This design comes from an exercise in tuning for small area and a short achievable clock period on the open sky130 flow, not from production work. Function was checked by simulation only, so behaviour that the tests miss may differ from the original.

==> flow/design.v, too long to show whole: its modules and the start of the top module <==
// module ylb_fpu: 228 lines
// module mac_tree: 1907 lines
module ylb_fpu (
    input             clk,
    input             rst_n,
    input             in_valid,
    input      [3:0]  in_fn,
    input      [31:0] in_a,
    input      [31:0] in_b,
    input      [31:0] in_c,
    output            out_valid,
    output            out_wr,
    output            out_fl,
    output     [31:0] out_res,
    output     [3:0]  out_flags
);
  // ...
==> flow/run.sh <==
#!/bin/bash
# synth_recipe.tcl (not shown) runs the flow's synth.tcl, then flattens the netlist and writes it again
# the make line also repeats each setting of config.mk as NAME=value (left out here)
make -C /OpenROAD-flow-scripts/flow DESIGN_CONFIG=/design/flow/config.mk WORK_HOME=/design/flow/orfs CLKGATE_MAP_FILE= SYNTH_SCRIPT=/design/flow/synth_recipe.tcl finish
==> flow/config.mk <==
export PLATFORM = sky130hd
export DESIGN_NAME = ylb_fpu
export DESIGN_NICKNAME = ylb_fpu
export VERILOG_FILES = /design/flow/design.v
export SDC_FILE = /design/flow/constraint.sdc
export NUM_CORES = 4
export LEC_CHECK = 0
export CAP_MARGIN = 20
export CORE_MARGIN = 2
export CORE_UTILIZATION = 40
export SLEW_MARGIN = 20
==> flow/constraint.sdc <==
create_clock -name core_clock -period 12.0 [get_ports {clk}]
set_input_delay 2.4000 -clock core_clock [delete_from_list [all_inputs] [get_ports {clk}]]
set_output_delay 2.4000 -clock core_clock [all_outputs]
set_load 0.01 [all_outputs]
==> key figures, run 1 <==
Outcome
  • Status: finished clean

STA
  • F_max: 0.1028 GHz
  • Hold slack: 0.3197 ns
  • Worst setup margin: 2.271 ns
  • Hold Fails Final Rpt: 0
  • Final Setup Violations: 0
  • Final TNS setup: 0 ns
  • Slew HR: 25.83%
  • Unrepaired setup endpoints after global routing: false

Finish
  • # clk buffers: 44
  • Register with the most flip-flops: t2
  • Antenna Cells: 2
  • Layout cell share with drive strength beyond 1: 6.205%
  • Layout clock area frac: 2.187%

CTS
  • Worst-Skew Late Latency: 0.60 ns
  • TritonCTS clock tree: yes

Logic synthesis
  • Mapped Cells: 6616
  • Yosys cell types: 96
  • Sequential element share of the synthesized area: 10.33%
  • Syn nets: 7471
  • Area contributors post-synth: fa_1, dfxtp_1, and2_1
  • Post-Synth Simple-Gate Area: 21.56%
  • Post-synth EDFFs: 0
  • Synth Cell Area: 51720 um^2

Worst setup path
  • Required time worst endpoint: 12.46 ns
  • Critical path cell sequence: buf_4 -> buf_4 -> nand3_1 -> o22a_1 -> a2111o_1 -> a221oi_1 -> nand2_1 -> inv_2 -> fa_1 -> nand2b_1 -> a21oi_1 -> o31a_1 -> o41ai_1 -> o21ai_0 -> nor3_1 -> a21o_1 -> mux2i_1 -> mux2i_1 -> mux2_2 -> mux4_2 -> a2111oi_0 -> nand4_1 -> nor4_1 -> a31oi_1
  • Crit path to: stl3$_DFF_P_

Global routing
  • Grt total ovfl: 0

Min path
  • Hold EP: wr3$_DFF_P_
==> module ylb_fpu, before the edit <==
module ylb_fpu (
    input             clk,
    input             rst_n,
    input             in_valid,
    input      [3:0]  in_fn,
    input      [31:0] in_a,
    input      [31:0] in_b,
    input      [31:0] in_c,
    output            out_valid,
    output            out_wr,
    output            out_fl,
    output     [31:0] out_res,
    output     [3:0]  out_flags
);
    localparam [3:0] FADD   = 4'h0;
    localparam [3:0] FSUB   = 4'h1;
    localparam [3:0] FMUL   = 4'h2;
    localparam [3:0] FMA    = 4'h3;
    localparam [3:0] FMS    = 4'h4;
    localparam [3:0] FMIN   = 4'h7;
    localparam [3:0] FMAX   = 4'h8;
    localparam [3:0] FABS   = 4'h9;
    localparam [3:0] FNEG   = 4'hA;
    localparam [3:0] FCMP   = 4'hB;
    localparam [3:0] FCVT   = 4'hC;
    localparam [3:0] FCVTL  = 4'hD;
    localparam [3:0] FTOI   = 4'hE;
    localparam [3:0] FCLAMP = 4'hF;
    localparam [31:0] F_ONE = 32'h3F80_0000;
    localparam [31:0] SIGN  = 32'h8000_0000;
    wire a_nan = (&in_a[30:23]) && (|in_a[22:0]);
    wire b_nan = (&in_b[30:23]) && (|in_b[22:0]);
    wire c_nan = (&in_c[30:23]) && (|in_c[22:0]);
    wire [31:0] a_key = in_a[31] ? {1'b0, ~in_a[30:0]} : {1'b1, in_a[30:0]};
    wire [31:0] b_key = in_b[31] ? {1'b0, ~in_b[30:0]} : {1'b1, in_b[30:0]};
    wire [31:0] c_key = in_c[31] ? {1'b0, ~in_c[30:0]} : {1'b1, in_c[30:0]};
    wire        a_le_b = (a_key <= b_key);
    wire        a_ge_b = (a_key >= b_key);
    wire [31:0] min_ab = a_nan ? in_b : b_nan ? in_a : a_le_b ? in_a : in_b;
    wire [31:0] max_ab = a_nan ? in_b : b_nan ? in_a : a_ge_b ? in_a : in_b;
    wire        a_le_c = (a_key <= c_key);
    wire        b_le_c = (b_key <= c_key);
    wire        max_a  = b_nan | (~a_nan & a_ge_b);
    wire        m_le_c = max_a ? a_le_c : b_le_c;
    wire [31:0] clamp  = (a_nan & b_nan) ? in_c : c_nan ? max_ab : m_le_c ? max_ab : in_c;
    wire both_zero = (in_a[30:0] == 0) && (in_b[30:0] == 0);
    reg [3:0] cmp_flags;
    always @* begin
        if (a_nan || b_nan)
            cmp_flags = 4'b0001;
        else if (both_zero || (in_a == in_b))
            cmp_flags = 4'b1000;
        else if (!a_ge_b)
            cmp_flags = 4'b0100;
        else
            cmp_flags = 4'b0000;
    end
    wire is_arith = (in_fn <= FMS);
    wire is_cvt   = (in_fn == FCVT) || (in_fn == FCVTL);
    wire is_ftoi  = (in_fn == FTOI);
    reg [31:0] x, y, z;
    always @* begin
        x = 32'b0;
        y = 32'b0;
        z = in_a;
        case (in_fn)
            FADD:   begin x = in_a;        y = F_ONE; z = in_b;        end
            FSUB:   begin x = in_a;        y = F_ONE; z = in_b ^ SIGN; end
            FMUL:   begin x = in_a;        y = in_b;  z = SIGN;        end
            FMA:    begin x = in_a;        y = in_b;  z = in_c;        end
            FMS:    begin x = in_a ^ SIGN; y = in_b;  z = in_c;        end
            FMIN:   z = min_ab;
            FMAX:   z = max_ab;
            FABS:   z = {1'b0, in_a[30:0]};
            FNEG:   z = in_a ^ SIGN;
            FCLAMP: z = clamp;
            FCVT:   y = {32{in_a[31]}};
            FCVTL:  y = in_b;
            default: ;
        endcase
    end
    wire [7:0] aE = {in_a[30:24], in_a[23] | ~|in_a[30:23]};
    wire [7:0] bE = {in_b[30:24], in_b[23] | ~|in_b[30:23]};
    wire [7:0] cE = {in_c[30:24], in_c[23] | ~|in_c[30:23]};
    wire       is_add = (in_fn == FADD) || (in_fn == FSUB);
    wire       is_mul = (in_fn == FMUL);
    wire       a_zero = ~|in_a[30:0];
    wire       b_zero = ~|in_b[30:0];
    wire [7:0] yE0 = is_add ? 8'd127 : bE;
    wire [7:0] zE0 = is_add ? bE : is_mul ? 8'd1 : cE;
    wire signed [11:0] dxy  = {4'b0, aE} + {4'b0, yE0} - {4'b0, zE0} - 12'sd100;
    wire signed [11:0] dti  = 12'sd158 - {4'b0, aE};
    wire               anch = ~is_arith | a_zero | (~is_add & b_zero) | (dxy <= 0);
    wire signed [11:0] sh   = is_ftoi ? dti : anch ? 12'sd0 : dxy;
    wire [6:0]         sh7  = (sh[11] ? 7'd0 : (|sh[10:7]) ? 7'd127 : sh[6:0]);
    reg         v1, arith1, cvt1, ftoi1, wr1, anch1;
    reg [6:0]   sh1;
    reg [31:0]  x1, y1, z1;
    reg [3:0]   flags1;
    always @(posedge clk) begin
        if (!rst_n)
            v1 <= 1'b0;
        else
            v1 <= in_valid;
        arith1 <= is_arith;
        cvt1   <= is_cvt;
        ftoi1  <= is_ftoi;
        wr1    <= (in_fn != FCMP);
        anch1  <= anch;
        sh1    <= sh7;
        x1     <= x;
        y1     <= y;
        z1     <= z;
        flags1 <= cmp_flags;
    end
    wire       xs = x1[31], ys = y1[31], zs = z1[31];
    wire [7:0] xe = x1[30:23], ye = y1[30:23], ze = z1[30:23];
    wire       xh = |xe, yh = |ye, zh = |ze;
    wire [23:0] xm = {xh, x1[22:0]};
    wire [23:0] ym = {yh, y1[22:0]};
    wire [23:0] zm = {zh, z1[22:0]};
    wire [7:0] xE = {xe[7:1], xe[0] | ~xh};
    wire [7:0] yE = {ye[7:1], ye[0] | ~yh};
    wire [7:0] zE = {ze[7:1], ze[0] | ~zh};
    wire x_max = &xe, y_max = &ye, z_max = &ze;
    wire x_fz = ~|x1[22:0], y_fz = ~|y1[22:0], z_fz = ~|z1[22:0];
    wire x_nan = x_max & ~x_fz, y_nan = y_max & ~y_fz, z_nan = z_max & ~z_fz;
    wire x_inf = x_max & x_fz,  y_inf = y_max & y_fz,  z_inf = z_max & z_fz;
    wire x_zero = ~xh & x_fz, y_zero = ~yh & y_fz, z_zero = ~zh & z_fz;
    wire p_zero = x_zero | y_zero;
    wire p_inf  = x_inf | y_inf;
    wire sp  = arith1 ? (xs ^ ys) : cvt1 ? 1'b0 : zs;
    wire sub = arith1 & (sp ^ zs);
    wire [75:0]        zal  = {zm, 52'b0} >> sh1;
    reg                zst;
    integer i;
    always @* begin
        zst = 1'b0;
        for (i = 0; i < 24; i = i + 1)
            if (sh1 > 7'd52 + i) zst = zst | zm[i];
    end
    wire [9:0] pe = cvt1 ? 10'd290 : (anch1 | ftoi1) ? ({2'b0, zE} + 10'd100) : ({2'b0, xE} + {2'b0, yE});
    wire [77:0] zwin = {1'b0, zal, zst};
    wire [77:0] zin  = cvt1 ? {y1[31], y1, z1, 13'b0} : (zwin ^ {78{sub}});
    wire [77:0] tsum;
    mac_tree u_mac (.mx(xm), .my(ym), .zin(zin), .cin(sub), .t(tsum));
    wire spec_nan = ~cvt1 & (x_nan | y_nan | z_nan | (p_inf & p_zero) | (p_inf & z_inf & (zs != sp)));
    wire spec_inf = ~cvt1 & (ftoi1 ? (zE >= 8'd158) : (p_inf | z_inf));
    wire inf_sgn  = p_inf ? sp : zs;
    wire zero_sgn = ~cvt1 & p_zero & z_zero & sp & zs;
    reg         v2, wr2, ftoi2, sp2, nan2, inf2, isg2, zsg2;
    reg [77:0]  t2;
    reg [9:0]   pe2;
    reg [3:0]   flags2;
    always @(posedge clk) begin
        if (!rst_n)
            v2 <= 1'b0;
        else
            v2 <= v1;
        wr2    <= wr1;
        ftoi2  <= ftoi1;
        sp2    <= sp;
        nan2   <= spec_nan;
        inf2   <= spec_inf;
        isg2   <= inf_sgn;
        zsg2   <= zero_sgn;
        t2     <= tsum;
        pe2    <= pe;
        flags2 <= flags1;
    end
    wire        neg = t2[77];
    wire [76:0] mo  = t2[76:0] ^ {77{neg}};         
    wire [76:0] mag = mo + {76'b0, neg};            
    reg  [6:0]  lz;
    always @* begin
        lz = 7'd77;
        for (i = 0; i < 77; i = i + 1)
            if (mo[i]) lz = 7'd76 - i[6:0];
    end
    wire signed [11:0] pml  = {2'b0, pe2} - {5'b0, lz};
    wire               nrm  = (pml >= 12'sd101);
    wire [6:0]         lsh  = ftoi2 ? 7'd0 : nrm ? lz : (pe2[6:0] - 7'd101);
    wire [77:0]        nv   = {1'b0, mag} << lsh;
    wire signed [11:0] ebm1 = nrm ? (pml - 12'sd101) : 12'sd0;   
    wire               zero = ~neg & (mo == 0);
    wire               sgn  = nan2 ? 1'b0 : inf2 ? isg2 : zero ? zsg2 : (neg ^ sp2);
    reg         v3, wr3, ftoi3, nan3, inf3, zero3, sgn3, stl3;
    reg [33:0]  nv3;
    reg signed [11:0] ebm3;
    reg [3:0]   flags3;
    always @(posedge clk) begin
        if (!rst_n)
            v3 <= 1'b0;
        else
            v3 <= v2;
        wr3    <= wr2;
        ftoi3  <= ftoi2;
        nan3   <= nan2;
        inf3   <= inf2;
        zero3  <= zero;
        sgn3   <= sgn;
        nv3    <= nv[77:44];
        stl3   <= |nv[43:0];
        ebm3   <= ebm1;
        flags3 <= flags2;
    end
    wire [23:0] rm  = {nv3[33] | nv3[32], nv3[31:9]};
    wire        rg  = nv3[8];
    wire        rs  = (|nv3[7:0]) | stl3;
    wire        rup = rg & (rs | rm[0]);
    wire signed [11:0] ef = ebm3 + {11'b0, nv3[33]} + {11'b0, rm[23]};
    wire [34:0] pk  = {ef, rm[22:0]} + {34'b0, rup};
    wire        ovf = ~pk[34] & (pk[33:23] >= 11'd255);
    wire [31:0] f_res = nan3 ? 32'h7FC0_0000 :
                        (inf3 | ovf) ? {sgn3, 31'h7F80_0000} :
                        zero3 ? {sgn3, 31'b0} :
                                {sgn3, pk[30:0]};
    wire        ig  = nv3[0];
    wire        iup = ig & (stl3 | nv3[1]);
    wire [31:0] ti  = (nv3[32:1] ^ {32{sgn3}}) + {31'b0, iup ^ sgn3};
    wire [31:0] i_res = nan3 ? 32'b0 :
                        inf3 ? (sgn3 ? 32'h8000_0000 : 32'h7FFF_FFFF) : ti;
    assign out_valid = v3;
    assign out_wr    = wr3;
    assign out_fl    = ~wr3;
    assign out_flags = flags3;
    assign out_res   = ftoi3 ? i_res : f_res;
endmodule
==> inputs of run 2 (changes only) <==
--- a/flow/design.v
+++ b/flow/design.v
@@ -34,13 +34,13 @@
     wire [31:0] a_key = in_a[31] ? {1'b0, ~in_a[30:0]} : {1'b1, in_a[30:0]};
     wire [31:0] b_key = in_b[31] ? {1'b0, ~in_b[30:0]} : {1'b1, in_b[30:0]};
     wire [31:0] c_key = in_c[31] ? {1'b0, ~in_c[30:0]} : {1'b1, in_c[30:0]};
-    wire        a_le_b = (a_key <= b_key);
-    wire        a_ge_b = (a_key >= b_key);
-    wire [31:0] min_ab = a_nan ? in_b : b_nan ? in_a : a_le_b ? in_a : in_b;
-    wire [31:0] max_ab = a_nan ? in_b : b_nan ? in_a : a_ge_b ? in_a : in_b;
-    wire        a_le_c = (a_key <= c_key);
-    wire        b_le_c = (b_key <= c_key);
-    wire        max_a  = b_nan | (~a_nan & a_ge_b);
+    wire        a_lt_b = (a_key < b_key);
+    wire        ab_eq  = (in_a == in_b);
+    wire [31:0] min_ab = a_nan ? in_b : b_nan ? in_a : a_lt_b ? in_a : in_b;
+    wire [31:0] max_ab = a_nan ? in_b : b_nan ? in_a : a_lt_b ? in_b : in_a;
+    wire        a_le_c = ~(c_key < a_key);
+    wire        b_le_c = ~(c_key < b_key);
+    wire        max_a  = b_nan | (~a_nan & ~a_lt_b);
     wire        m_le_c = max_a ? a_le_c : b_le_c;
     wire [31:0] clamp  = (a_nan & b_nan) ? in_c : c_nan ? max_ab : m_le_c ? max_ab : in_c;
     wire both_zero = (in_a[30:0] == 0) && (in_b[30:0] == 0);
@@ -48,9 +48,9 @@
     always @* begin
         if (a_nan || b_nan)
             cmp_flags = 4'b0001;
-        else if (both_zero || (in_a == in_b))
+        else if (both_zero || ab_eq)
             cmp_flags = 4'b1000;
-        else if (!a_ge_b)
+        else if (a_lt_b)
             cmp_flags = 4'b0100;
         else
             cmp_flags = 4'b0000;
@@ -93,7 +93,18 @@
     wire               anch = ~is_arith | a_zero | (~is_add & b_zero) | (dxy <= 0);
     wire signed [11:0] sh   = is_ftoi ? dti : anch ? 12'sd0 : dxy;
     wire [6:0]         sh7  = (sh[11] ? 7'd0 : (|sh[10:7]) ? 7'd127 : sh[6:0]);
-    reg         v1, arith1, cvt1, ftoi1, wr1, anch1;
+    reg sub0;
+    always @* begin
+        case (in_fn)
+            FADD:    sub0 = in_a[31] ^ in_b[31];
+            FSUB:    sub0 = ~(in_a[31] ^ in_b[31]);
+            FMUL:    sub0 = ~(in_a[31] ^ in_b[31]);
+            FMA:     sub0 = in_a[31] ^ in_b[31] ^ in_c[31];
+            FMS:     sub0 = ~(in_a[31] ^ in_b[31] ^ in_c[31]);
+            default: sub0 = 1'b0;
+        endcase
+    end
+    reg         v1, arith1, cvt1, ftoi1, wr1, anch1, sub1;
     reg [6:0]   sh1;
     reg [31:0]  x1, y1, z1;
     reg [3:0]   flags1;
@@ -107,6 +118,7 @@
         ftoi1  <= is_ftoi;
         wr1    <= (in_fn != FCMP);
         anch1  <= anch;
+        sub1   <= sub0;
         sh1    <= sh7;
         x1     <= x;
         y1     <= y;
@@ -130,8 +142,18 @@
     wire p_zero = x_zero | y_zero;
     wire p_inf  = x_inf | y_inf;
     wire sp  = arith1 ? (xs ^ ys) : cvt1 ? 1'b0 : zs;
-    wire sub = arith1 & (sp ^ zs);
-    wire [75:0]        zal  = {zm, 52'b0} >> sh1;
+    wire sub = sub1;
+    reg  [76:0]        zsh;
+    always @* begin
+        zsh = {sub, zm ^ {24{sub}}, {52{sub}}};
+        if (sh1[0]) zsh = {{ 1{sub}}, zsh[76:1]};
+        if (sh1[1]) zsh = {{ 2{sub}}, zsh[76:2]};
+        if (sh1[2]) zsh = {{ 4{sub}}, zsh[76:4]};
+        if (sh1[3]) zsh = {{ 8{sub}}, zsh[76:8]};
+        if (sh1[4]) zsh = {{16{sub}}, zsh[76:16]};
+        if (sh1[5]) zsh = {{32{sub}}, zsh[76:32]};
+        if (sh1[6]) zsh = {{64{sub}}, zsh[76:64]};
+    end
     reg                zst;
     integer i;
     always @* begin
@@ -139,9 +161,8 @@
         for (i = 0; i < 24; i = i + 1)
             if (sh1 > 7'd52 + i) zst = zst | zm[i];
     end
-    wire [9:0] pe = cvt1 ? 10'd290 : (anch1 | ftoi1) ? ({2'b0, zE} + 10'd100) : ({2'b0, xE} + {2'b0, yE});
-    wire [77:0] zwin = {1'b0, zal, zst};
-    wire [77:0] zin  = cvt1 ? {y1[31], y1, z1, 13'b0} : (zwin ^ {78{sub}});
+    wire [8:0] pl = ftoi1 ? 9'd0 : cvt1 ? 9'd189 : anch1 ? ({1'b0, zE} - 9'd1) : ({1'b0, xE} + {1'b0, yE} - 9'd101);
+    wire [77:0] zin  = cvt1 ? {y1[31], y1, z1, 13'b0} : {sub, sub, zsh[75:0], zst ^ sub};
     wire [77:0] tsum;
     mac_tree u_mac (.mx(xm), .my(ym), .zin(zin), .cin(sub), .t(tsum));
     wire spec_nan = ~cvt1 & (x_nan | y_nan | z_nan | (p_inf & p_zero) | (p_inf & z_inf & (zs != sp)));
@@ -150,7 +171,7 @@
     wire zero_sgn = ~cvt1 & p_zero & z_zero & sp & zs;
     reg         v2, wr2, ftoi2, sp2, nan2, inf2, isg2, zsg2;
     reg [77:0]  t2;
-    reg [9:0]   pe2;
+    reg [8:0]   pl2;
     reg [3:0]   flags2;
     always @(posedge clk) begin
         if (!rst_n)
@@ -165,27 +186,35 @@
         isg2   <= inf_sgn;
         zsg2   <= zero_sgn;
         t2     <= tsum;
-        pe2    <= pe;
+        pl2    <= pl;
         flags2 <= flags1;
     end
     wire        neg = t2[77];
-    wire [76:0] mo  = t2[76:0] ^ {77{neg}};         
-    wire [76:0] mag = mo + {76'b0, neg};            
-    reg  [6:0]  lz;
+    reg  [76:0] lzd;
     always @* begin
-        lz = 7'd77;
         for (i = 0; i < 77; i = i + 1)
-            if (mo[i]) lz = 7'd76 - i[6:0];
+            lzd[i] = (t2[i] ^ t2[i+1]) | (pl2 == 9'd76 - i);
+    end
+    wire [6:0]  lsh;
+    lzc77 u_lzc (.d(lzd), .lz(lsh));
+    wire               ix   = ftoi2 & sp2;
+    wire [76:0]        nvf  = (t2[76:0] ^ {77{ix}}) << lsh;
+    reg                stf;                  
+    always @* begin
+        stf = 1'b0;
+        for (i = 0; i < 52; i = i + 1)
+            if (lsh < 7'd52 - i) stf = stf | t2[i];
     end
-    wire signed [11:0] pml  = {2'b0, pe2} - {5'b0, lz};
-    wire               nrm  = (pml >= 12'sd101);
-    wire [6:0]         lsh  = ftoi2 ? 7'd0 : nrm ? lz : (pe2[6:0] - 7'd101);
-    wire [77:0]        nv   = {1'b0, mag} << lsh;
-    wire signed [11:0] ebm1 = nrm ? (pml - 12'sd101) : 12'sd0;   
-    wire               zero = ~neg & (mo == 0);
+    wire [24:0]        nn   = ~nvf[76:52];
+    wire [25:0]        nni  = {1'b0, nn} + 26'd1;
+    wire [25:0]        nv   = ~neg ? {1'b0, nvf[76:52]} : stf ? {1'b0, nn} : nni;
+    wire               sti  = |t2[43:0];                       
+    wire signed [11:0] ebm1 = {3'b0, pl2} - {5'b0, lsh};     
+    wire               zero = (t2 == 78'b0);
     wire               sgn  = nan2 ? 1'b0 : inf2 ? isg2 : zero ? zsg2 : (neg ^ sp2);
-    reg         v3, wr3, ftoi3, nan3, inf3, zero3, sgn3, stl3;
-    reg [33:0]  nv3;
+    reg         v3, wr3, ftoi3, nan3, inf3, zero3, sgn3, stf3, sti3;
+    reg [25:0]  nv3;
+    reg [7:0]   mi3;
     reg signed [11:0] ebm3;
     reg [3:0]   flags3;
     always @(posedge clk) begin
@@ -199,25 +228,32 @@
         inf3   <= inf2;
         zero3  <= zero;
         sgn3   <= sgn;
-        nv3    <= nv[77:44];
-        stl3   <= |nv[43:0];
+        nv3    <= nv;
+        mi3    <= t2[51:44] ^ {8{ix}};
+        stf3   <= stf;
+        sti3   <= sti;
         ebm3   <= ebm1;
         flags3 <= flags2;
     end
-    wire [23:0] rm  = {nv3[33] | nv3[32], nv3[31:9]};
-    wire        rg  = nv3[8];
-    wire        rs  = (|nv3[7:0]) | stl3;
+    wire [23:0] rm  = {nv3[25] | nv3[24], nv3[23:1]};
+    wire        rg  = nv3[0];
+    wire        rs  = stf3;
     wire        rup = rg & (rs | rm[0]);
-    wire signed [11:0] ef = ebm3 + {11'b0, nv3[33]} + {11'b0, rm[23]};
-    wire [34:0] pk  = {ef, rm[22:0]} + {34'b0, rup};
-    wire        ovf = ~pk[34] & (pk[33:23] >= 11'd255);
+    wire [31:0] iv  = {nv3[24:0], mi3[7:1]};
+    wire        ig  = mi3[0] ^ sgn3;
+    wire        il  = mi3[1] ^ sgn3;
+    wire        iup = ig & (sti3 | il);
+    wire [22:0] blo = ftoi3 ? iv[22:0] : rm[22:0];
+    wire        bin = ftoi3 ? (iup ^ sgn3) : rup;
+    wire [23:0] lo  = {1'b0, blo} + {23'b0, bin};
+    wire signed [11:0] ehi = ebm3 + {11'b0, nv3[25]} + {11'b0, rm[23]} + {11'b0, lo[23]};
+    wire        ovf = ~ehi[11] & (ehi[10:0] >= 11'd255);
+    wire [31:0] pk  = {1'b0, ehi[7:0], lo[22:0]};
     wire [31:0] f_res = nan3 ? 32'h7FC0_0000 :
                         (inf3 | ovf) ? {sgn3, 31'h7F80_0000} :
                         zero3 ? {sgn3, 31'b0} :
                                 {sgn3, pk[30:0]};
-    wire        ig  = nv3[0];
-    wire        iup = ig & (stl3 | nv3[1]);
-    wire [31:0] ti  = (nv3[32:1] ^ {32{sgn3}}) + {31'b0, iup ^ sgn3};
+    wire [31:0] ti  = {iv[31:23] + {8'b0, lo[23]}, lo[22:0]};
     wire [31:0] i_res = nan3 ? 32'b0 :
                         inf3 ? (sgn3 ? 32'h8000_0000 : 32'h7FFF_FFFF) : ti;
     assign out_valid = v3;
@@ -2133,3 +2169,317 @@
   assign t[76] = p0[76] ^ G1561;
   assign t[77] = p0[77] ^ G1563;
 endmodule
+module lzc77(input [76:0] d, output [6:0] lz);
+  wire v1 = d[76] | d[75];
+  wire k1_0 = ~d[76];
+  wire v2 = d[74] | d[73];
+  wire k2_0 = ~d[74];
+  wire v3 = v1 | v2;
+  wire k3_0 = v1 ? k1_0 : k2_0;
+  wire v4 = d[72] | d[71];
+  wire k4_0 = ~d[72];
+  wire v5 = d[70] | d[69];
+  wire k5_0 = ~d[70];
+  wire v6 = v4 | v5;
+  wire k6_0 = v4 ? k4_0 : k5_0;
+  wire v7 = v3 | v6;
+  wire k7_0 = v3 ? ~v1 : ~v4;
+  wire k7_1 = v3 ? k3_0 : k6_0;
+  wire v8 = d[68] | d[67];
+  wire k8_0 = ~d[68];
+  wire v9 = d[66] | d[65];
+  wire k9_0 = ~d[66];
+  wire v10 = v8 | v9;
+  wire k10_0 = v8 ? k8_0 : k9_0;
+  wire v11 = d[64] | d[63];
+  wire k11_0 = ~d[64];
+  wire v12 = d[62] | d[61];
+  wire k12_0 = ~d[62];
+  wire v13 = v11 | v12;
+  wire k13_0 = v11 ? k11_0 : k12_0;
+  wire v14 = v10 | v13;
+  wire k14_0 = v10 ? ~v8 : ~v11;
+  wire k14_1 = v10 ? k10_0 : k13_0;
+  wire v15 = v7 | v14;
+  wire k15_0 = v7 ? ~v3 : ~v10;
+  wire k15_1 = v7 ? k7_0 : k14_0;
+  wire k15_2 = v7 ? k7_1 : k14_1;
+  wire v16 = d[60] | d[59];
+  wire k16_0 = ~d[60];
+  wire v17 = d[58] | d[57];
+  wire k17_0 = ~d[58];
+  wire v18 = v16 | v17;
+  wire k18_0 = v16 ? k16_0 : k17_0;
+  wire v19 = d[56] | d[55];
+  wire k19_0 = ~d[56];
+  wire v20 = d[54] | d[53];
+  wire k20_0 = ~d[54];
+  wire v21 = v19 | v20;
+  wire k21_0 = v19 ? k19_0 : k20_0;
+  wire v22 = v18 | v21;
+  wire k22_0 = v18 ? ~v16 : ~v19;
+  wire k22_1 = v18 ? k18_0 : k21_0;
+  wire v23 = d[52] | d[51];
+  wire k23_0 = ~d[52];
+  wire v24 = d[50] | d[49];
+  wire k24_0 = ~d[50];
+  wire v25 = v23 | v24;
+  wire k25_0 = v23 ? k23_0 : k24_0;
+  wire v26 = d[48] | d[47];
+  wire k26_0 = ~d[48];
+  wire v27 = d[46] | d[45];
+  wire k27_0 = ~d[46];
+  wire v28 = v26 | v27;
+  wire k28_0 = v26 ? k26_0 : k27_0;
+  wire v29 = v25 | v28;
+  wire k29_0 = v25 ? ~v23 : ~v26;
+  wire k29_1 = v25 ? k25_0 : k28_0;
+  wire v30 = v22 | v29;
+  wire k30_0 = v22 ? ~v18 : ~v25;
+  wire k30_1 = v22 ? k22_0 : k29_0;
+  wire k30_2 = v22 ? k22_1 : k29_1;
+  wire v31 = v15 | v30;
+  wire k31_0 = v15 ? ~v7 : ~v22;
+  wire k31_1 = v15 ? k15_0 : k30_0;
+  wire k31_2 = v15 ? k15_1 : k30_1;
+  wire k31_3 = v15 ? k15_2 : k30_2;
+  wire v32 = d[44] | d[43];
+  wire k32_0 = ~d[44];
+  wire v33 = d[42] | d[41];
+  wire k33_0 = ~d[42];
+  wire v34 = v32 | v33;
+  wire k34_0 = v32 ? k32_0 : k33_0;
+  wire v35 = d[40] | d[39];
+  wire k35_0 = ~d[40];
+  wire v36 = d[38] | d[37];
+  wire k36_0 = ~d[38];
+  wire v37 = v35 | v36;
+  wire k37_0 = v35 ? k35_0 : k36_0;
+  wire v38 = v34 | v37;
+  wire k38_0 = v34 ? ~v32 : ~v35;
+  wire k38_1 = v34 ? k34_0 : k37_0;
+  wire v39 = d[36] | d[35];
+  wire k39_0 = ~d[36];
+  wire v40 = d[34] | d[33];
+  wire k40_0 = ~d[34];
+  wire v41 = v39 | v40;
+  wire k41_0 = v39 ? k39_0 : k40_0;
+  wire v42 = d[32] | d[31];
+  wire k42_0 = ~d[32];
+  wire v43 = d[30] | d[29];
+  wire k43_0 = ~d[30];
+  wire v44 = v42 | v43;
+  wire k44_0 = v42 ? k42_0 : k43_0;
+  wire v45 = v41 | v44;
+  wire k45_0 = v41 ? ~v39 : ~v42;
+  wire k45_1 = v41 ? k41_0 : k44_0;
+  wire v46 = v38 | v45;
+  wire k46_0 = v38 ? ~v34 : ~v41;
+  wire k46_1 = v38 ? k38_0 : k45_0;
+  wire k46_2 = v38 ? k38_1 : k45_1;
+  wire v47 = d[28] | d[27];
+  wire k47_0 = ~d[28];
+  wire v48 = d[26] | d[25];
+  wire k48_0 = ~d[26];
+  wire v49 = v47 | v48;
+  wire k49_0 = v47 ? k47_0 : k48_0;
+  wire v50 = d[24] | d[23];
+  wire k50_0 = ~d[24];
+  wire v51 = d[22] | d[21];
+  wire k51_0 = ~d[22];
+  wire v52 = v50 | v51;
+  wire k52_0 = v50 ? k50_0 : k51_0;
+  wire v53 = v49 | v52;
+  wire k53_0 = v49 ? ~v47 : ~v50;
+  wire k53_1 = v49 ? k49_0 : k52_0;
+  wire v54 = d[20] | d[19];
+  wire k54_0 = ~d[20];
+  wire v55 = d[18] | d[17];
+  wire k55_0 = ~d[18];
+  wire v56 = v54 | v55;
+  wire k56_0 = v54 ? k54_0 : k55_0;
+  wire v57 = d[16] | d[15];
+  wire k57_0 = ~d[16];
+  wire v58 = d[14] | d[13];
+  wire k58_0 = ~d[14];
+  wire v59 = v57 | v58;
+  wire k59_0 = v57 ? k57_0 : k58_0;
+  wire v60 = v56 | v59;
+  wire k60_0 = v56 ? ~v54 : ~v57;
+  wire k60_1 = v56 ? k56_0 : k59_0;
+  wire v61 = v53 | v60;
+  wire k61_0 = v53 ? ~v49 : ~v56;
+  wire k61_1 = v53 ? k53_0 : k60_0;
+  wire k61_2 = v53 ? k53_1 : k60_1;
+  wire v62 = v46 | v61;
+  wire k62_0 = v46 ? ~v38 : ~v53;
+  wire k62_1 = v46 ? k46_0 : k61_0;
+  wire k62_2 = v46 ? k46_1 : k61_1;
+  wire k62_3 = v46 ? k46_2 : k61_2;
+  wire v63 = v31 | v62;
+  wire k63_0 = v31 ? ~v15 : ~v46;
+  wire k63_1 = v31 ? k31_0 : k62_0;
+  wire k63_2 = v31 ? k31_1 : k62_1;
+  wire k63_3 = v31 ? k31_2 : k62_2;
+  wire k63_4 = v31 ? k31_3 : k62_3;
+  wire v64 = d[12] | d[11];
+  wire k64_0 = ~d[12];
+  wire v65 = d[10] | d[9];
+  wire k65_0 = ~d[10];
+  wire v66 = v64 | v65;
+  wire k66_0 = v64 ? k64_0 : k65_0;
+  wire v67 = d[8] | d[7];
+  wire k67_0 = ~d[8];
+  wire v68 = d[6] | d[5];
+  wire k68_0 = ~d[6];
+  wire v69 = v67 | v68;
+  wire k69_0 = v67 ? k67_0 : k68_0;
+  wire v70 = v66 | v69;
+  wire k70_0 = v66 ? ~v64 : ~v67;
+  wire k70_1 = v66 ? k66_0 : k69_0;
+  wire v71 = d[4] | d[3];
+  wire k71_0 = ~d[4];
+  wire v72 = d[2] | d[1];
+  wire k72_0 = ~d[2];
+  wire v73 = v71 | v72;
+  wire k73_0 = v71 ? k71_0 : k72_0;
+  wire v74 = d[0] | 1'b1;
+  wire k74_0 = ~d[0];
+  wire v75 = 1'b0 | 1'b0;
+  wire k75_0 = ~1'b0;
+  wire v76 = v74 | v75;
+  wire k76_0 = v74 ? k74_0 : k75_0;
+  wire v77 = v73 | v76;
+  wire k77_0 = v73 ? ~v71 : ~v74;
+  wire k77_1 = v73 ? k73_0 : k76_0;
+  wire v78 = v70 | v77;
+  wire k78_0 = v70 ? ~v66 : ~v73;
+  wire k78_1 = v70 ? k70_0 : k77_0;
+  wire k78_2 = v70 ? k70_1 : k77_1;
+  wire v79 = 1'b0 | 1'b0;
+  wire k79_0 = ~1'b0;
+  wire v80 = 1'b0 | 1'b0;
+  wire k80_0 = ~1'b0;
+  wire v81 = v79 | v80;
+  wire k81_0 = v79 ? k79_0 : k80_0;
+  wire v82 = 1'b0 | 1'b0;
+  wire k82_0 = ~1'b0;
+  wire v83 = 1'b0 | 1'b0;
+  wire k83_0 = ~1'b0;
+  wire v84 = v82 | v83;
+  wire k84_0 = v82 ? k82_0 : k83_0;
+  wire v85 = v81 | v84;
+  wire k85_0 = v81 ? ~v79 : ~v82;
+  wire k85_1 = v81 ? k81_0 : k84_0;
+  wire v86 = 1'b0 | 1'b0;
+  wire k86_0 = ~1'b0;
+  wire v87 = 1'b0 | 1'b0;
+  wire k87_0 = ~1'b0;
+  wire v88 = v86 | v87;
+  wire k88_0 = v86 ? k86_0 : k87_0;
+  wire v89 = 1'b0 | 1'b0;
+  wire k89_0 = ~1'b0;
+  wire v90 = 1'b0 | 1'b0;
+  wire k90_0 = ~1'b0;
+  wire v91 = v89 | v90;
+  wire k91_0 = v89 ? k89_0 : k90_0;
+  wire v92 = v88 | v91;
+  wire k92_0 = v88 ? ~v86 : ~v89;
+  wire k92_1 = v88 ? k88_0 : k91_0;
+  wire v93 = v85 | v92;
+  wire k93_0 = v85 ? ~v81 : ~v88;
+  wire k93_1 = v85 ? k85_0 : k92_0;
+  wire k93_2 = v85 ? k85_1 : k92_1;
+  wire v94 = v78 | v93;
+  wire k94_0 = v78 ? ~v70 : ~v85;
+  wire k94_1 = v78 ? k78_0 : k93_0;
+  wire k94_2 = v78 ? k78_1 : k93_1;
+  wire k94_3 = v78 ? k78_2 : k93_2;
+  wire v95 = 1'b0 | 1'b0;
+  wire k95_0 = ~1'b0;
+  wire v96 = 1'b0 | 1'b0;
+  wire k96_0 = ~1'b0;
+  wire v97 = v95 | v96;
+  wire k97_0 = v95 ? k95_0 : k96_0;
+  wire v98 = 1'b0 | 1'b0;
+  wire k98_0 = ~1'b0;
+  wire v99 = 1'b0 | 1'b0;
+  wire k99_0 = ~1'b0;
+  wire v100 = v98 | v99;
+  wire k100_0 = v98 ? k98_0 : k99_0;
+  wire v101 = v97 | v100;
+  wire k101_0 = v97 ? ~v95 : ~v98;
+  wire k101_1 = v97 ? k97_0 : k100_0;
+  wire v102 = 1'b0 | 1'b0;
+  wire k102_0 = ~1'b0;
+  wire v103 = 1'b0 | 1'b0;
+  wire k103_0 = ~1'b0;
+  wire v104 = v102 | v103;
+  wire k104_0 = v102 ? k102_0 : k103_0;
+  wire v105 = 1'b0 | 1'b0;
+  wire k105_0 = ~1'b0;
+  wire v106 = 1'b0 | 1'b0;
+  wire k106_0 = ~1'b0;
+  wire v107 = v105 | v106;
+  wire k107_0 = v105 ? k105_0 : k106_0;
+  wire v108 = v104 | v107;
+  wire k108_0 = v104 ? ~v102 : ~v105;
+  wire k108_1 = v104 ? k104_0 : k107_0;
+  wire v109 = v101 | v108;
+  wire k109_0 = v101 ? ~v97 : ~v104;
+  wire k109_1 = v101 ? k101_0 : k108_0;
+  wire k109_2 = v101 ? k101_1 : k108_1;
+  wire v110 = 1'b0 | 1'b0;
+  wire k110_0 = ~1'b0;
+  wire v111 = 1'b0 | 1'b0;
+  wire k111_0 = ~1'b0;
+  wire v112 = v110 | v111;
+  wire k112_0 = v110 ? k110_0 : k111_0;
+  wire v113 = 1'b0 | 1'b0;
+  wire k113_0 = ~1'b0;
+  wire v114 = 1'b0 | 1'b0;
+  wire k114_0 = ~1'b0;
+  wire v115 = v113 | v114;
+  wire k115_0 = v113 ? k113_0 : k114_0;
+  wire v116 = v112 | v115;
+  wire k116_0 = v112 ? ~v110 : ~v113;
+  wire k116_1 = v112 ? k112_0 : k115_0;
+  wire v117 = 1'b0 | 1'b0;
+  wire k117_0 = ~1'b0;
+  wire v118 = 1'b0 | 1'b0;
+  wire k118_0 = ~1'b0;
+  wire v119 = v117 | v118;
+  wire k119_0 = v117 ? k117_0 : k118_0;
+  wire v120 = 1'b0 | 1'b0;
+  wire k120_0 = ~1'b0;
+  wire v121 = 1'b0 | 1'b0;
+  wire k121_0 = ~1'b0;
+  wire v122 = v120 | v121;
+  wire k122_0 = v120 ? k120_0 : k121_0;
+  wire v123 = v119 | v122;
+  wire k123_0 = v119 ? ~v117 : ~v120;
+  wire k123_1 = v119 ? k119_0 : k122_0;
+  wire v124 = v116 | v123;
+  wire k124_0 = v116 ? ~v112 : ~v119;
+  wire k124_1 = v116 ? k116_0 : k123_0;
+  wire k124_2 = v116 ? k116_1 : k123_1;
+  wire v125 = v109 | v124;
+  wire k125_0 = v109 ? ~v101 : ~v116;
+  wire k125_1 = v109 ? k109_0 : k124_0;
+  wire k125_2 = v109 ? k109_1 : k124_1;
+  wire k125_3 = v109 ? k109_2 : k124_2;
+  wire v126 = v94 | v125;
+  wire k126_0 = v94 ? ~v78 : ~v109;
+  wire k126_1 = v94 ? k94_0 : k125_0;
+  wire k126_2 = v94 ? k94_1 : k125_1;
+  wire k126_3 = v94 ? k94_2 : k125_2;
+  wire k126_4 = v94 ? k94_3 : k125_3;
+  wire v127 = v63 | v126;
+  wire k127_0 = v63 ? ~v31 : ~v94;
+  wire k127_1 = v63 ? k63_0 : k126_0;
+  wire k127_2 = v63 ? k63_1 : k126_1;
+  wire k127_3 = v63 ? k63_2 : k126_2;
+  wire k127_4 = v63 ? k63_3 : k126_3;
+  wire k127_5 = v63 ? k63_4 : k126_4;
+  assign lz = {~v63, k127_0, k127_1, k127_2, k127_3, k127_4, k127_5};
+endmodule
--- a/flow/config.mk
+++ b/flow/config.mk
@@ -7,5 +7,6 @@
 export LEC_CHECK = 0
 export CAP_MARGIN = 20
 export CORE_MARGIN = 2
-export CORE_UTILIZATION = 40
+export CORE_UTILIZATION = 60
+export SETUP_SLACK_MARGIN = 5
 export SLEW_MARGIN = 20
==> key figures, run 2 <==
Finish
  • Commonest non-fill, non-tap cells in the layout: inv_1, fa_1, and2_1
  • Layout cell share with drive strength beyond 1: 15.94% (+9.7 points)
  • Largest register FFs: 78
  • Nets: 7463
  • Register with the most flip-flops: t2
  • Filler cell count: 6665
  • Most common cell after layout, fill and taps aside: inv_1
  • Layout area overhead: 15.11%

CTS
  • Clock input transition at the sequential cells of the worst setup and hold paths: 0.06 ns
  • Total CTS buffers: 31
  • Sink Count: 267
  • Clock Tree Root: clkbuf_16
  • TritonCTS clock tree: yes
  • Worst-Skew Late Latency: 0.65 ns (+0.05 ns)
  • CTS max path bufs: 3
  • Hold_buf cts: 0
  • H-Tree Depth: 1

Global routing
  • Initial antenna violation count: 13
  • Largest net degree at the start of global routing: 75
  • Gr usage total: 50.70%
  • GR Util met1: 58.39%
  • First-pass GRT wire length: 330500 um
  • Busiest layer in global routing: met2
  • Vias in the first global route: 51570
  • Met3 usage: 19.71%
  • Met2 Usage GRT: 74.73%
  • Grt total ovfl: 0 (unchanged)

Outcome
  • Status: finished clean

Min path
  • Hold Crit Class: reg2reg
  • WHS Path Cells: 0

STA
  • Fin Clk Skew: 0.02368 ns
  • Unrepaired setup endpoints after global routing: true
  • Final Critical Period: 7.913 ns
  • Hold Fails Final Rpt: 0 (unchanged)
  • Final TNS setup: 0 ns (unchanged)
  • Slew HR: 12.94% (-13 points)
  • Final period util: 65.94%
  • F_max: 0.1264 GHz (+23%)
  • Worst-Margin Slew: 1.301 ns
  • Slew Limit Fails: 0
  • Final Setup Violations: 0 (unchanged)

Die
  • # IOs: 142
  • CORE AREA: 84880 um^2
  • Starting Density: 60.40%
  • Die area: 87800 um^2
  • Die width: 296.3 um
  • Die H: 296.3 um
  • Num rows: 107

Logic synthesis
  • Async S/R FF share, synth: 0%
  • Synth Flop Type: dfxtp_1
  • Yosys cell types: 121 (+26%)
  • Area contributors post-synth: fa_1, dfxtp_1, and2_1
  • Commonest cells post-synth: inv_1, fa_1, and2_1
  • Most frequent cell after synthesis: inv_1
  • Post-Syn Area per Cell: 7.841 um^2
  • #FFs+latches synth: 267
  • Syn nets: 7433 (-0.51%)
  • Biggest area consumer among synthesized cells: fa_1
  • Post-synth EDFFs: 0 (unchanged)
  • Mapped Cells: 6538 (-1.2%)
  • Yosys top cell area share: 21.24%
  • Synth Cell Area: 51270 um^2 (-0.88%)
  • Sequential element share of the synthesized area: 10.43% (+0.092 points)
  • Warnings from Yosys: 1

Routing
  • # DRC: 0
  • Antenna viol nets, final: 0
  • DR iter-0 viols: 6780
  • Via count: 53922
  • Pre-antenna DRT Iters: 8
  • DR vias/cell: 6.958
  • DR WL/cell: 29.41 um
  • Final wirelength: 228000 um

Worst setup path
  • CP max stage delay: 0.47 ns
  • Critical path class: reg2out
  • Worst R2R Path Depth: 32
  • Required time worst endpoint: 9.60 ns (-2.86 ns)
  • Slowest CP cell: fa_1
  • CP endpoint kind: output pin
  • R2R setup slack: 4.11 ns
  • CP Depth: 29
  • CP startpoint kind: flop
  • Top delay family on crit path: simple AND/OR/NAND/NOR gates
  • CP max FO: 4
  • Critical path buffers and inverters: 2
  • CP arrival: 5.51 ns

Run
  • Max-cap violations: 0

Placement
  • HPWL Detailed: 160800 um
  • IO Port Bufs: 140
  • Final GP Congestion: 1.092
[run 2: what timing repair did]
item                       CTS  global route
gates cloned                 6             4
setup endpoints to repair  159           141
pin swaps                   84           137
buffers inserted            83            92
resized for setup          382           451
[run 2: worst reg2reg max path, delay by kind of cell (launching register included)]
family / cells / cell delay, ns
flip-flops: 1 / 0.46
buffers and inverters: 3 / 0.30
AO/OA/AOI/OAI: 11 / 2.09
multiplexers: 1 / 0.27
XOR/XNOR: 1 / 0.10
AND/OR/NAND/NOR: 11 / 2.40
adder cells (fa/ha/maj): 5 / 2.15
[run 2: worst paths after layout]
kind | start | end
worst min-delay path | flags1[0]$_SDFF_PP1_ | flags2[0]$_DFF_P_
worst min register to register | flags1[0]$_SDFF_PP1_ | flags2[0]$_DFF_P_
worst max-delay path | mi3[1]$_DFF_P_ | out_res[2]
worst max register to register | sh1[0]$_SDFF_PP0_ | t2[77]$_DFF_P_
[run 2: layer usage]
layer,routed length [um],vias up
li1,-,22301
met1,75780,25500
met2,96130,4607
met3,31470,1508
met4,24540,6
met5,37,-
[run 2: area by class of cell]
type | count | area, um^2 | share of cell area, %
Clock buffer | 40 | 869.6 | 1.474
Clock inverter | 17 | 146.4 | 0.2481
Timing Repair inverter | 1 | 7.507 | 0.01272
Multi-Input combinational cell | 5032 | 43970 | 74.52
Inverter | 757 | 2897 | 4.908
Antenna cell | 14 | 35.03 | 0.05937
Timing Repair Buffer | 478 | 4199 | 7.115
Tap cell | 1144 | 1431 | 2.426
Sequential cell | 267 | 5454 | 9.242
[run 2: through the flow]
stage	utilization (%)	worst slack, ns	area [um^2]	hold WS (ns)	std cells
floorplan	-	4.599	51680	0.3096	6538
global placement	63.10	2.929	53560	0.3095	7487
detailed placement	63.12	2.963	53570	0.3150	7488
CTS	66.31	4.125	56280	0.3272	7634
global route	69.49	3.854	58980	0.3330	7737
finish	69.53	4.088	59010	0.3255	7750
[run 2: kinds of logic (layout without fill, tap and decap cells)]
| group | Yosys count | in the layout | synth area share [%] |
|---|---|---|---|
| AOI/OAI and AO/OA | 1551 | 1553 | 19.73 |
| xor gates and xnor gates | 448 | 448 | 7.668 |
| adders and majority gates | 794 | 794 | 27.33 |
| buffers and inverters | 1245 | 1293 | 9.560 |
| muxes | 216 | 216 | 4.674 |
| DFF | 267 | 267 | 10.43 |
| other | 1 | 15 | 0.007315 |
| and+or+nand+nor | 2016 | 2020 | 20.60 |
==> inputs of run 3 (changes only) <==
--- a/flow/design.v
+++ b/flow/design.v
@@ -31,18 +31,18 @@
     wire a_nan = (&in_a[30:23]) && (|in_a[22:0]);
     wire b_nan = (&in_b[30:23]) && (|in_b[22:0]);
     wire c_nan = (&in_c[30:23]) && (|in_c[22:0]);
+    wire a_hid = |in_a[30:23], b_hid = |in_b[30:23], c_hid = |in_c[30:23];
     wire [31:0] a_key = in_a[31] ? {1'b0, ~in_a[30:0]} : {1'b1, in_a[30:0]};
     wire [31:0] b_key = in_b[31] ? {1'b0, ~in_b[30:0]} : {1'b1, in_b[30:0]};
     wire [31:0] c_key = in_c[31] ? {1'b0, ~in_c[30:0]} : {1'b1, in_c[30:0]};
     wire        a_lt_b = (a_key < b_key);
     wire        ab_eq  = (in_a == in_b);
-    wire [31:0] min_ab = a_nan ? in_b : b_nan ? in_a : a_lt_b ? in_a : in_b;
-    wire [31:0] max_ab = a_nan ? in_b : b_nan ? in_a : a_lt_b ? in_b : in_a;
+    wire        min_a  = ~a_nan & (b_nan | a_lt_b);      
+    wire        max_b  = a_nan | (~b_nan & a_lt_b);      
     wire        a_le_c = ~(c_key < a_key);
     wire        b_le_c = ~(c_key < b_key);
-    wire        max_a  = b_nan | (~a_nan & ~a_lt_b);
-    wire        m_le_c = max_a ? a_le_c : b_le_c;
-    wire [31:0] clamp  = (a_nan & b_nan) ? in_c : c_nan ? max_ab : m_le_c ? max_ab : in_c;
+    wire        m_le_c = max_b ? b_le_c : a_le_c;
+    wire        clamp_c = (a_nan & b_nan) | (~c_nan & ~m_le_c);
     wire both_zero = (in_a[30:0] == 0) && (in_b[30:0] == 0);
     reg [3:0] cmp_flags;
     always @* begin
@@ -58,38 +58,57 @@
     wire is_arith = (in_fn <= FMS);
     wire is_cvt   = (in_fn == FCVT) || (in_fn == FCVTL);
     wire is_ftoi  = (in_fn == FTOI);
-    reg [31:0] x, y, z;
+    reg [31:0] x, y;
     always @* begin
         x = 32'b0;
         y = 32'b0;
-        z = in_a;
         case (in_fn)
-            FADD:   begin x = in_a;        y = F_ONE; z = in_b;        end
-            FSUB:   begin x = in_a;        y = F_ONE; z = in_b ^ SIGN; end
-            FMUL:   begin x = in_a;        y = in_b;  z = SIGN;        end
-            FMA:    begin x = in_a;        y = in_b;  z = in_c;        end
-            FMS:    begin x = in_a ^ SIGN; y = in_b;  z = in_c;        end
-            FMIN:   z = min_ab;
-            FMAX:   z = max_ab;
-            FABS:   z = {1'b0, in_a[30:0]};
-            FNEG:   z = in_a ^ SIGN;
-            FCLAMP: z = clamp;
+            FADD:   begin x = in_a;        y = F_ONE; end
+            FSUB:   begin x = in_a;        y = F_ONE; end
+            FMUL:   begin x = in_a;        y = in_b;  end
+            FMA:    begin x = in_a;        y = in_b;  end
+            FMS:    begin x = in_a ^ SIGN; y = in_b;  end
             FCVT:   y = {32{in_a[31]}};
             FCVTL:  y = in_b;
             default: ;
         endcase
     end
-    wire [7:0] aE = {in_a[30:24], in_a[23] | ~|in_a[30:23]};
-    wire [7:0] bE = {in_b[30:24], in_b[23] | ~|in_b[30:23]};
-    wire [7:0] cE = {in_c[30:24], in_c[23] | ~|in_c[30:23]};
+    reg z_a, z_b, z_c, z_s;
+    always @* begin
+        z_a = 1'b0;
+        z_b = 1'b0;
+        z_c = 1'b0;
+        z_s = in_a[31];
+        case (in_fn)
+            FADD:   begin z_b = 1'b1; z_s = in_b[31];  end
+            FSUB:   begin z_b = 1'b1; z_s = ~in_b[31]; end
+            FMUL:   z_s = 1'b1;
+            FMA,
+            FMS:    begin z_c = 1'b1; z_s = in_c[31];  end
+            FMIN:   begin z_a = min_a; z_b = ~min_a;
+                          z_s = min_a ? in_a[31] : in_b[31]; end
+            FMAX:   begin z_a = ~max_b; z_b = max_b;
+                          z_s = max_b ? in_b[31] : in_a[31]; end
+            FABS:   begin z_a = 1'b1; z_s = 1'b0;      end
+            FNEG:   begin z_a = 1'b1; z_s = ~in_a[31]; end
+            FCLAMP: begin z_a = ~clamp_c & ~max_b; z_b = ~clamp_c & max_b; z_c = clamp_c;
+                          z_s = clamp_c ? in_c[31] : max_b ? in_b[31] : in_a[31]; end
+            default: z_a = 1'b1;
+        endcase
+    end
+    wire [31:0] z  = {z_s, ({31{z_a}} & in_a[30:0]) | ({31{z_b}} & in_b[30:0]) | ({31{z_c}} & in_c[30:0])};
+    wire        z_hid = (z_a & a_hid) | (z_b & b_hid) | (z_c & c_hid);
     wire       is_add = (in_fn == FADD) || (in_fn == FSUB);
     wire       is_mul = (in_fn == FMUL);
     wire       a_zero = ~|in_a[30:0];
     wire       b_zero = ~|in_b[30:0];
-    wire [7:0] yE0 = is_add ? 8'd127 : bE;
-    wire [7:0] zE0 = is_add ? bE : is_mul ? 8'd1 : cE;
-    wire signed [11:0] dxy  = {4'b0, aE} + {4'b0, yE0} - {4'b0, zE0} - 12'sd100;
-    wire signed [11:0] dti  = 12'sd158 - {4'b0, aE};
+    wire [7:0] ye0 = is_add ? 8'd127 : in_b[30:23];
+    wire       yh0 = is_add | b_hid;
+    wire [7:0] ze0 = is_add ? in_b[30:23] : is_mul ? 8'd0 : in_c[30:23];
+    wire       zh0 = is_add ? b_hid : ~is_mul & c_hid;
+    wire signed [11:0] dxy  = {4'b0, in_a[30:23]} + {4'b0, ye0} - {4'b0, ze0} - 12'sd100 +
+                              {11'b0, ~a_hid} + {11'b0, ~yh0} - {11'b0, ~zh0};
+    wire signed [11:0] dti  = 12'sd158 - {4'b0, in_a[30:23]} - {11'b0, ~a_hid};
     wire               anch = ~is_arith | a_zero | (~is_add & b_zero) | (dxy <= 0);
     wire signed [11:0] sh   = is_ftoi ? dti : anch ? 12'sd0 : dxy;
     wire [6:0]         sh7  = (sh[11] ? 7'd0 : (|sh[10:7]) ? 7'd127 : sh[6:0]);
@@ -107,6 +126,7 @@
     reg         v1, arith1, cvt1, ftoi1, wr1, anch1, sub1;
     reg [6:0]   sh1;
     reg [31:0]  x1, y1, z1;
+    reg         xh1, yh1, zh1;
     reg [3:0]   flags1;
     always @(posedge clk) begin
         if (!rst_n)
@@ -123,11 +143,14 @@
         x1     <= x;
         y1     <= y;
         z1     <= z;
+        xh1    <= |x[30:23];
+        yh1    <= |y[30:23];
+        zh1    <= z_hid;
         flags1 <= cmp_flags;
     end
     wire       xs = x1[31], ys = y1[31], zs = z1[31];
     wire [7:0] xe = x1[30:23], ye = y1[30:23], ze = z1[30:23];
-    wire       xh = |xe, yh = |ye, zh = |ze;
+    wire       xh = xh1, yh = yh1, zh = zh1;
     wire [23:0] xm = {xh, x1[22:0]};
     wire [23:0] ym = {yh, y1[22:0]};
     wire [23:0] zm = {zh, z1[22:0]};
@@ -198,7 +221,7 @@
     wire [6:0]  lsh;
     lzc77 u_lzc (.d(lzd), .lz(lsh));
     wire               ix   = ftoi2 & sp2;
-    wire [76:0]        nvf  = (t2[76:0] ^ {77{ix}}) << lsh;
+    wire [76:0]        nvf  = {t2[76:52] ^ {25{ix}}, t2[51:0]} << lsh;
     reg                stf;                  
     always @* begin
         stf = 1'b0;
@@ -243,17 +266,20 @@
     wire        ig  = mi3[0] ^ sgn3;
     wire        il  = mi3[1] ^ sgn3;
     wire        iup = ig & (sti3 | il);
-    wire [22:0] blo = ftoi3 ? iv[22:0] : rm[22:0];
-    wire        bin = ftoi3 ? (iup ^ sgn3) : rup;
-    wire [23:0] lo  = {1'b0, blo} + {23'b0, bin};
-    wire signed [11:0] ehi = ebm3 + {11'b0, nv3[25]} + {11'b0, rm[23]} + {11'b0, lo[23]};
-    wire        ovf = ~ehi[11] & (ehi[10:0] >= 11'd255);
+    wire [22:0] lo  = rm[22:0] + {22'b0, rup};
+    wire        c23 = rup & (&rm[22:0]);
+    wire signed [11:0] eh0 = ebm3 + {11'b0, nv3[25]} + {11'b0, rm[23]};
+    wire signed [11:0] eh1 = eh0 + 12'sd1;
+    wire        ov0 = ~eh0[11] & (eh0[10:0] >= 11'd255);
+    wire        ov1 = ~eh1[11] & (eh1[10:0] >= 11'd255);
+    wire signed [11:0] ehi = c23 ? eh1 : eh0;
+    wire        ovf = c23 ? ov1 : ov0;
     wire [31:0] pk  = {1'b0, ehi[7:0], lo[22:0]};
     wire [31:0] f_res = nan3 ? 32'h7FC0_0000 :
                         (inf3 | ovf) ? {sgn3, 31'h7F80_0000} :
                         zero3 ? {sgn3, 31'b0} :
                                 {sgn3, pk[30:0]};
-    wire [31:0] ti  = {iv[31:23] + {8'b0, lo[23]}, lo[22:0]};
+    wire [31:0] ti  = iv + {31'b0, iup ^ sgn3};
     wire [31:0] i_res = nan3 ? 32'b0 :
                         inf3 ? (sgn3 ? 32'h8000_0000 : 32'h7FFF_FFFF) : ti;
     assign out_valid = v3;
--- a/flow/config.mk
+++ b/flow/config.mk
@@ -7,6 +7,7 @@
 export LEC_CHECK = 0
 export CAP_MARGIN = 20
 export CORE_MARGIN = 2
-export CORE_UTILIZATION = 60
+export CORE_UTILIZATION = 45
 export SETUP_SLACK_MARGIN = 5
 export SLEW_MARGIN = 20
+export TNS_END_PERCENT = 5
==> key figures, run 3 <==
STA
  • Worst-Margin Slew: 1.149 ns (-0.1525 ns)
  • Final Critical Period: 7.674 ns (-0.2386 ns)
  • Slew Limit Fails: 0 (unchanged)
  • Final TNS setup: 0 ns (unchanged)
  • Final Setup Violations: 0 (unchanged)
  • F_max: 0.1303 GHz (+3.1%)
  • Hold Fails Final Rpt: 0 (unchanged)
  • Final period util: 63.95% (-2.0 points)
  • Slew HR: 23.15% (+10 points)
  • Fin Clk Skew: 0.02921 ns (+0.005528 ns)
  • Unrepaired setup endpoints after global routing: true

Run
  • Max-cap violations: 0 (unchanged)

Logic synthesis
  • Commonest cells post-synth: inv_1, fa_1, and2_1
  • Post-synth EDFFs: 0 (unchanged)
  • Mapped Cells: 6015 (-8.0%)
  • Async S/R FF share, synth: 0% (unchanged)
  • Most frequent cell after synthesis: inv_1
  • Yosys cell types: 117 (-3.3%)
  • #FFs+latches synth: 270 (+1.1%)
  • Warnings from Yosys: 1 (unchanged)
  • Area contributors post-synth: fa_1, dfxtp_1, ha_1
  • Synth Cell Area: 48640 um^2 (-5.1%)
  • Yosys top cell area share: 22.39% (+1.1 points)
  • Syn nets: 6921 (-6.9%)
  • Sequential element share of the synthesized area: 11.11% (+0.69 points)
  • Biggest area consumer among synthesized cells: fa_1
  • Post-Syn Area per Cell: 8.087 um^2 (+3.1%)
  • Synth Flop Type: dfxtp_1

Worst setup path
  • Slowest CP cell: mux4_2
  • CP max FO: 5 (+1)
  • CP arrival: 8.11 ns (+2.60 ns)
  • Most used cell, CP: a21o_1
  • Required time worst endpoint: 12.44 ns (+2.84 ns)
  • R2R setup slack: 4.33 ns (+0.22 ns)
  • CP max stage delay: 0.56 ns (+0.09 ns)
  • CP endpoint kind: flop
  • CP startpoint kind: flop
  • Critical path class: reg2reg
  • Worst R2R Path Depth: 35 (+9.4%)

Outcome
  • Status: finished clean

CTS
  • Clock Tree Root: clkbuf_16
  • Worst-Skew Late Latency: 0.60 ns (-0.05 ns)
  • TritonCTS clock tree: yes
  • H-Tree Depth: 2 (+1)
  • Total CTS buffers: 37 (+19%)
  • CTS max path bufs: 3 (unchanged)
  • Sink Count: 270 (+1.1%)
  • Clock input transition at the sequential cells of the worst setup and hold paths: 0.06 ns (about the same)

Die
  • Die area: 110700 um^2 (+26%)
  • # IOs: 142 (unchanged)
  • Starting Density: 45.37% (-15 points)
  • Die width: 332.8 um (+12%)
  • Die H: 332.8 um (+12%)
  • Num rows: 120 (+12%)
  • CORE AREA: 107200 um^2 (+26%)

Placement
  • HPWL Detailed: 148500 um (-7.6%)
  • Final GP Congestion: 1.091 (-0.10%)
  • IO Port Bufs: 140 (unchanged)

Routing
  • Antenna viol nets, final: 0 (unchanged)
  • Final wirelength: 202200 um (-11%)
  • Pre-antenna DRT Iters: 8 (unchanged)
  • # DRC: 0 (unchanged)
  • Via count: 46708 (-13%)
  • DR iter-0 viols: 5662 (-16%)
  • DR WL/cell: 27.15 um (-7.7%)
  • DR vias/cell: 6.273 (-9.8%)

Finish
  • Layout area overhead: 11.77%
  • Filler cell count: 10494 (+57%)
  • Nets: 6922 (-7.2%)
  • Most common cell after layout, fill and taps aside: inv_1
  • Commonest non-fill, non-tap cells in the layout: inv_1, fa_1, and2_1
  • Register with the most flip-flops: t2
  • Largest register FFs: 78 (unchanged)
  • Layout cell share with drive strength beyond 1: 10.39% (-5.5 points)

Global routing
  • Vias in the first global route: 46395 (-10%)
  • Initial antenna violation count: 6 (-7)
  • Largest net degree at the start of global routing: 63 (-16%)
  • First-pass GRT wire length: 300100 um (-9.2%)
  • Grt total ovfl: 0 (unchanged)
  • Gr usage total: 35.71% (-15 points)

Min path
  • Hold Crit Class: reg2reg
  • WHS Path Cells: 0 (unchanged)
[run 3: cell types whose count changed in the layout (fill, tap and decap cells not counted), sizes merged, moves of 38 or more]
cell           before  now
nor3              155   95
o21ai             328  206
clkdlybuf4s50      95  133
a21oi             479  351
buf               369  189
xnor2             296  255
[run 3: layout make-up]
cell class                 count  area (um^2)  area share [%]
clock buffer                  43        978.4           1.800
inverter                     769         2909           5.351
multi-input combinational   4608        39960           73.50
antenna                        1        2.502        0.004603
timing repair buffer         330         3065           5.638
sequential                   270         5455           10.03
tap                         1403         1755           3.229
clock inverter                22        240.2          0.4419
[run 3: routing by layer]
metal / GRT usage, % / routed length (um)
met5: 0 / 13
met4: 20.54 / 13610
met3: 6.851 / 19750
met2: 56.30 / 89830
met1: 45.74 / 78970
[run 3: per-stage QoR]
stage	setup slack [ns]	util [%]	hold WS (ns)	cell area, um^2	std cells
2_1_floorplan	5.045	-	0.3096	48830	6015
3_3_place_gp	3.226	47.82	0.3142	51260	7305
3_5_place_dp	3.093	47.82	0.3161	51270	7305
4_1_cts	4.442	49.79	0.3270	53380	7406
5_1_grt	4.098	50.71	0.3287	54370	7445
6_report	4.326	50.72	0.3268	54370	7446
[run 3: what timing repair did]
| action | in CTS | in global routing |
|---|---|---|
| pin swaps | 55 | 45 |
| gates resized for setup | 132 | 168 |
| endpoints found under the setup margin | 117 | 144 |
| hold buffers | 0 | 0 |
| cloned | 2 | 2 |
| buffers inserted | 34 | 36 |
| endpoints found under the hold margin | 0 | 0 |
[run 3: worst max-delay path: cells and delay by family (launching register included)]
family	cells	cell delay (ns)
muxes	2	0.79
buffers and inverters	7	0.84
and+or+nand+nor	4	0.51
adders and majority gates	5	2.04
xor gates and xnor gates	2	0.28
AOI/OAI and AO/OA	15	2.66
DFF	1	0.40
[run 3: final timing paths]
path                     startpoint                 to
setup / recovery  sh1[0]$_SDFF_PP0_     t2[51]$_DFF_P_
hold / removal    flags2[0]$_DFF_P_  flags3[0]$_DFF_P_
setup reg to reg  sh1[0]$_SDFF_PP0_     t2[51]$_DFF_P_
hold reg to reg   flags2[0]$_DFF_P_  flags3[0]$_DFF_P_
[run 3: cell families after synthesis]
family,synth area share (%)
adders and majority gates,29.13
and+or+nand+nor,20.33
buffers and inverters,9.180
muxes,5.613
DFF,11.11
other,0.007709
AOI/OAI and AO/OA,16.88
xor gates and xnor gates,7.742

-- port drivers added, routing unchanged --
The results above use ideal ports. As a check the final layouts listed here were re-extracted and re-timed, cells and wires unchanged.
Step 1: set_driving_cell puts a clkbuf_16 on clk and a buf_2 on each other input, an assumption about the parent block.
Step 2, shift: input delay + t, output delay - t, t = (earliest + latest rising clock arrival at the registers) / 2. This alone moves slack from input paths to output paths.
a / b / c = no drivers / after step 1 / after step 2; a / b = the first two.
run	shift t [ns]	setup slack, ns	pins driven straight from the clock port
run 1	0.653	2.271 / 2.271 / 2.271	1
run 2	0.711	4.088 / 4.011 / 4.109	1
run 3	0.665	4.326 / 4.326 / 4.148	1
After both steps setup and hold are still met in every run listed. The setup slack of run 3, which loses most, moves by 0.000 ns with the drivers and by -0.178 ns with both steps.
